This is an optimization exercise on Yosys and OpenROAD, whose aim is small area and a short achievable clock period, not a production implementation. The RTL was checked by simulation tests, not by an equivalence proof against the original design.

Setup of run 1:
// dram_addr_map
module dram_addr_map (
    input  wire        clk,
    input  wire        rst,             
    input  wire [1:0]  cfg_bays,        
    input  wire [1:0]  cfg_first_quad,  
    input  wire [15:0] cfg_chan_mask,   
    input  wire [9:0]  cfg_cap_gib,     
    input  wire [2:0]  cfg_log2_nr,     
    input  wire        in_valid,
    input  wire [42:0] in_pa,
    output reg         out_valid,
    output reg  [3:0]  out_bay,
    output reg  [15:0] out_set,
    output reg  [20:0] out_tag,
    output reg         out_edge,
    output reg  [1:0]  out_slot,
    output reg  [3:0]  out_chan,
    output reg  [32:0] out_line,
    output reg         out_sub,
    output reg  [10:0] out_col,
    output reg  [2:0]  out_bg,
    output reg  [1:0]  out_bank,
    output reg  [3:0]  out_rank,
    output reg  [19:0] out_row
);
    function [2:0] add3(input [2:0] a, input [2:0] b);
        begin
            add3[0] = (a[0] & b[0]) | (a[1] & b[2]) | (a[2] & b[1]);
            add3[1] = (a[0] & b[1]) | (a[1] & b[0]) | (a[2] & b[2]);
            add3[2] = (a[0] & b[2]) | (a[1] & b[1]) | (a[2] & b[0]);
        end
    endfunction
    function ge10(input [9:0] a, input [9:0] b);
        reg [15:0] g, e;
        integer i, l;
        begin
            for (i = 0; i < 16; i = i + 1) begin
                g[i] = (i < 10) ? (a[i] & ~b[i]) : 1'b0;
                e[i] = (i < 10) ? ~(a[i] ^ b[i]) : 1'b1;
            end
            for (l = 1; l < 16; l = l * 2)
                for (i = 0; i < 16; i = i + 2 * l) begin
                    g[i] = g[i + l] | (e[i + l] & g[i]);
                    e[i] = e[i + l] & e[i];
                end
            ge10 = g[0] | e[0];
        end
    endfunction
    function [15:0] t_logic(input [6:0] x);
        reg [3:0] i;
        reg [1:0] p, f;
        reg       sb;
        reg [6:0] ms2;
        begin
  ...
Size in the first run: ~2200 cells after synthesis, ~260 flip-flops, about 200 I/O pins, about 16000 um^2 of cells after synthesis.
clock: 22.0 ns
lec_check: 0
abc_area: 1
cap_margin: 20
core_margin: 2
core_utilization: 40
cts_cluster_diameter: 100
cts_cluster_size: 27
slew_margin: 20
standard.sh (not shown) runs the stock make flow with config.mk's settings and CLKGATE_MAP_FILE= SYNTH_SCRIPT=/design/flow/synth_recipe.tcl, a recipe that flattens the netlist after the stock synthesis.
==> flow/flow/run.sh <==
#!/bin/bash
# Standard layout, with plain buf_2 cells as the port buffers (the default
# choice is a slow delay buffer), and timing repair aimed at a 16.3 ns setup
# margin on the design's clock (the SDC is unchanged).
set -euo pipefail
export BUFFER_PORTS_ARGS="-buffer_cell sky130_fd_sc_hd__buf_2"
export SETUP_SLACK_MARGIN=16.3
bash standard.sh > standard.log 2>&1
[inputs] run 2 vs run 1
==> flow/flow/run.sh <==
#!/bin/bash
# Standard layout, with plain buf_2 cells as the port buffers (the default
# choice is a slow delay buffer), and timing repair aimed at a 16.6 ns setup
# margin on the design's clock (the SDC is unchanged).
set -euo pipefail
export BUFFER_PORTS_ARGS="-buffer_cell sky130_fd_sc_hd__buf_2"
export SETUP_SLACK_MARGIN=16.6
bash standard.sh > standard.log 2>&1
### Flow results
Delta (run 2 minus run 1): design area +510 um^2; flop-to-flop setup slack saw an increase. Re post-route minimum period: run 2 is 0.13 ns down on run 1. Going from run 1 to run 2, longest individual stage delay on the worst path now smaller; amount of wire on met3 after detailed routing fell 530 um. out_line[0] as the start point of the critical path was reported by run 2, and cfg_bays[1] by run 1. Run 2 vs. run 1: total via count after detailed routing went up by 107. Comparing peak clock frequency supported by timing for run 2 and run 1, the bigger number came from run 2. Lower largest clock skew in the final design was reported by run 1, not run 2. Run 2 -> run 1: number of enable-type register cells in the synthesized netlist delta 0, exact match.

== v4 ==
Starting RTL as in the previous note.
Settings: LEC_CHECK=0, ABC_AREA=1, CAP_MARGIN=20, CORE_MARGIN=2, CORE_UTILIZATION=40, CTS_CLUSTER_DIAMETER=100, CTS_CLUSTER_SIZE=27, SLEW_MARGIN=20; clock period 22.0 ns.
==> flow/flow/run.sh <==
#!/bin/bash
# Standard layout, with plain buf_2 cells as the port buffers (the default
# choice is a slow delay buffer), and timing repair aimed at a 16.5 ns setup
# margin on the design's clock (the SDC is unchanged).
set -euo pipefail
export BUFFER_PORTS_ARGS="-buffer_cell sky130_fd_sc_hd__buf_2"
export SETUP_SLACK_MARGIN=16.5
bash standard.sh > standard.log 2>&1
For v36, these inputs were changed with respect to v4:
- a deleted CTS_CLUSTER_DIAMETER that had been 100
- a deleted CTS_CLUSTER_SIZE that had been 27
==> flow/flow/run.sh <==
#!/bin/bash
# Standard layout, with plain buf_2 cells as the port buffers (the default
# choice is a slow delay buffer), and timing repair aimed at a 16.6 ns setup
# margin on the design's clock (the SDC is unchanged).
set -euo pipefail
export BUFFER_PORTS_ARGS="-buffer_cell sky130_fd_sc_hd__buf_2"
export SETUP_SLACK_MARGIN=16.6
bash standard.sh > standard.log 2>&1
[summary]
[v36 vs v4] number of vias after detailed routing: higher in v36. In the flow results for v4 and v36, the total detailed-routing wirelength is smaller on v4. v36: largest fanout on the critical path higher than v4. Final RePlAce weighted congestion: v4 and v36 compared, higher one is v36. out_line[22] as the critical path capture point was reported by v4, and out_line[0] by v36. When the final numbers for v4 and v36 were put side by side, the multi-input combinational cell area turned out to be smaller in v4. v36 went all the way through the flow, and no timing, DRC or antenna check failed. On fraction of met1 tracks used by global routing, the higher figure sits with v36, not v4. Relative to v4, register area increased by 1.4% in v36.

## re-timing with driven ports
The flow's constraints put no driver on any port. The routed layouts listed below were extracted and timed again, unchanged, in two steps. Step 1, drivers: a clkbuf_16 drives clk and a buf_2 each remaining input, both assumed. Step 2, shift: input delay + t, output delay - t, t = (earliest + latest rising clock arrival at the registers) / 2. This alone moves slack from input paths to output paths. Slacks: ideal ports / drivers / drivers and shift; pairs: ideal ports / drivers.
run	t, ns	slack for setup (ns)	pins driven straight from the clock port
run 1	0.550	16.459 / 16.490 / 15.940	1
run 2	0.564	16.590 / 16.538 / 16.171	1
v4	0.550	16.578 / 16.524 / 16.113	1
v36	0.599	16.591 / 16.538 / 16.154	1
After both steps setup and hold are still met in every run listed. For run 1, which loses most, drivers alone change the setup slack by +0.031 ns; drivers and shift together by -0.519 ns.
